From an optimization exercise on the open Yosys and OpenROAD flow, aimed at small area and a short achievable clock period; shortcuts taken in it are not production practice. Function was checked by simulation only, so behaviour that the tests miss may differ from the original. Power and IR drop assume default switching activity.

// adc_correct
module adc_correct (
    input  wire        clk,
    input  wire        rst,           
    input  wire        cfg_we,
    input  wire [4:0]  cfg_addr,      
    input  wire [31:0] cfg_wdata,
    input  wire        swap,          
    output wire        active_half,
    input  wire        in_valid,
    input  wire [15:0] in_code,
    output reg         out_valid,
    output reg  [23:0] out_sample,
    output reg         out_sat
);
Size: about 5100 cells after synthesis, roughly 70000 sq um of cells after synthesis.
==> flow/config.mk <==
export PLATFORM = sky130hd
export DESIGN_NAME = adc_correct
export DESIGN_NICKNAME = adc_correct
export VERILOG_FILES = /design/flow/design.v
export SDC_FILE = /design/flow/constraint.sdc
export NUM_CORES = 4
export LEC_CHECK = 0
export CAP_MARGIN = 20
export CORE_MARGIN = 2
export CORE_UTILIZATION = 40
export CTS_CLUSTER_DIAMETER = 90
export CTS_CLUSTER_SIZE = 26
export SLEW_MARGIN = 20
==> flow/constraint.sdc <==
create_clock -name core_clock -period 22.0 [get_ports {clk}]
set_input_delay 4.4000 -clock core_clock [delete_from_list [all_inputs] [get_ports {clk}]]
set_output_delay 4.4000 -clock core_clock [all_outputs]
set_load 0.01 [all_outputs]
standard.sh (not shown) runs the stock make flow with config.mk's settings and CLKGATE_MAP_FILE= SYNTH_SCRIPT=/design/flow/synth_recipe.tcl, a recipe that flattens the netlist after the stock synthesis.
==> flow/flow/run.sh <==
#!/bin/bash
# The standard layout (standard.sh, unchanged synthesis) with changes to
# how the layout is optimised; the constraints and clock are the standard flow's own:
#  - repair_timing keeps 16.4 ns of extra setup slack (sizes for a ~5.6 ns period)
#  - the port buffers are buf_4 cells instead of the resizer's default pick
set -euo pipefail
cd "$(dirname "$0")/.."
bash standard.sh SETUP_SLACK_MARGIN=16.4 \
  "BUFFER_PORTS_ARGS=-buffer_cell sky130_fd_sc_hd__buf_4" \
  "CTS_ARGS=-sink_clustering_enable -repair_clock_nets -sink_clustering_size 26 -sink_clustering_max_diameter 90 -dont_use_dummy_load" \
  finish > standard_flow.log 2>&1
The first run completed with no timing, DRC or antenna violations.
Edit:
==> flow/flow/run.sh (replaced) <==
#!/bin/bash
# The standard layout (standard.sh, unchanged synthesis) with two changes to
# how the layout is optimised; the constraints and clock are the standard flow's own:
#  - repair_timing keeps 16.4 ns of extra setup slack (sizes for a ~6 ns period)
#  - the port buffers are buf_4 cells instead of the resizer's default pick
set -euo pipefail
cd "$(dirname "$0")/.."
bash standard.sh SETUP_SLACK_MARGIN=16.4 "BUFFER_PORTS_ARGS=-buffer_cell sky130_fd_sc_hd__buf_4" finish > standard_flow.log 2>&1
Settings changed: GPL_TIMING_DRIVEN from default to 0.
The new run completed without violations.
Synthesized cell count is unchanged.
Synthesized area is unchanged.
Setup slack loses 0.075 ns.
Combinational power went up by roughly a tenth.
Design area goes up by a few percent.
Core utilization rose by 1.9 points.
Clock skew goes down by 0.050 ns.
Count of clock-buffer cells in the layout increases by 34.
First-iteration DRC count rises by about a fifth.
Routed wire length rose by about a fifth.
Maximum frequency is lower slightly.
Edit:
Settings changed: GPL_TIMING_DRIVEN 0 to default.
Non-clock buffer count is lower by 283.
Final area went down by 3.6%.
Critical path depth is unchanged.
Synthesized cell count is unchanged.
Die area stays the same.
Area after synthesis is unchanged.
Edit:
Settings changed: CTS_CLUSTER_DIAMETER 90 to 60, CTS_CLUSTER_SIZE 26 to 30.
The new run passed the timing, DRC and antenna checks.
Clock power went up by 34%.
Hold slack got worse by 0.0040 ns.
Maximum frequency goes down by 1.2%.
Sequential cell count stays the same.

== amber ==
adc_correct, a different RTL version from the one above (not shown whole).
Size: roughly 5300 cells after synthesis, ~85 I/O pins.
export LEC_CHECK = 0
export ABC_CLOCK_PERIOD_IN_PS = 5000
export CAP_MARGIN = 20
export CORE_MARGIN = 2
export CORE_UTILIZATION = 40
export SLEW_MARGIN = 20
create_clock -name core_clock -period 22.0 [get_ports {clk}]
==> flow/flow/run.sh <==
#!/bin/bash
# The standard layout (standard.sh, unchanged synthesis) with two changes to
# how the layout is optimised; the constraints and clock are the standard flow's own:
#  - repair_timing keeps 16 ns of extra setup slack (sizes for a ~6 ns period)
#  - the port buffers are buf_4 cells instead of the resizer's default pick
set -euo pipefail
cd "$(dirname "$0")/.."
bash standard.sh SETUP_SLACK_MARGIN=16 "BUFFER_PORTS_ARGS=-buffer_cell sky130_fd_sc_hd__buf_4" finish > standard_flow.log 2>&1
The following lists how ember was set up differently from amber:
- ABC_CLOCK_PERIOD_IN_PS removed (was 5000)
- CTS_CLUSTER_DIAMETER newly set to 80
- CTS_CLUSTER_SIZE newly set to 30
### Flow results
ember finished end to end and its layout was clean on timing, DRC and antenna.
Summary — antenna diode count, ember relative to amber: higher, by 2.
Comparing ember against amber, there is no change at all in count of non-CTS inverters in the layout.
Higher global-route usage among ember and amber: amber
amber has lower final clock period utilization by the worst path than ember.
ember vs amber: fraction of met2 tracks used by global routing down
On time the final worst path needs with I/O delays and setup, ember does worse than amber.
ember against amber; wire length of the first global-routing pass is down slightly.
As far as portion of the layout cell area used by non-clock buffers is concerned, amber and ember perform about the same.

[static timing again, ports no longer ideal]
In the flow no input, the clock included, has a driving cell. The finished layouts below were timed again as built, in two steps. Step 1 (the two cells are an assumption about what drives the block):
set clk [get_ports {clk}]
set_driving_cell -lib_cell sky130_fd_sc_hd__clkbuf_16 $clk
set_driving_cell -lib_cell sky130_fd_sc_hd__buf_2 [delete_from_list [all_inputs] $clk]
Step 2 moves the port delays by t, midway between the first and last clock arrival at a register: inputs arrive t later, outputs are due t later. That takes back most of the time a late clock gives input paths. a / b / c = no drivers / after step 1 / after step 2; a / b = the first two.
| run | t (ns) | slack for setup (ns) | worst data-port slew with drivers (ns) |
|---|---|---|---|
| the first run of note 1 | 0.761 | 16.469 / 16.385 / 16.443 | 0.14 |
| the second run of note 1 | 0.822 | 16.394 / 16.309 / 16.413 | 0.08 |
| the third run of note 1 | 0.795 | 16.438 / 16.355 / 16.460 | 0.14 |
| the fourth run of note 1 | 0.826 | 16.368 / 16.287 / 16.441 | 0.15 |
| amber | 0.859 | 16.312 / 16.244 / 16.312 | 0.07 |
| ember | 0.804 | 16.265 / 16.253 / 16.265 | 0.07 |
After both steps every run listed still meets setup and hold. For the first run of note 1, which loses most, drivers alone change the setup slack by -0.084 ns; drivers and shift together by -0.026 ns.
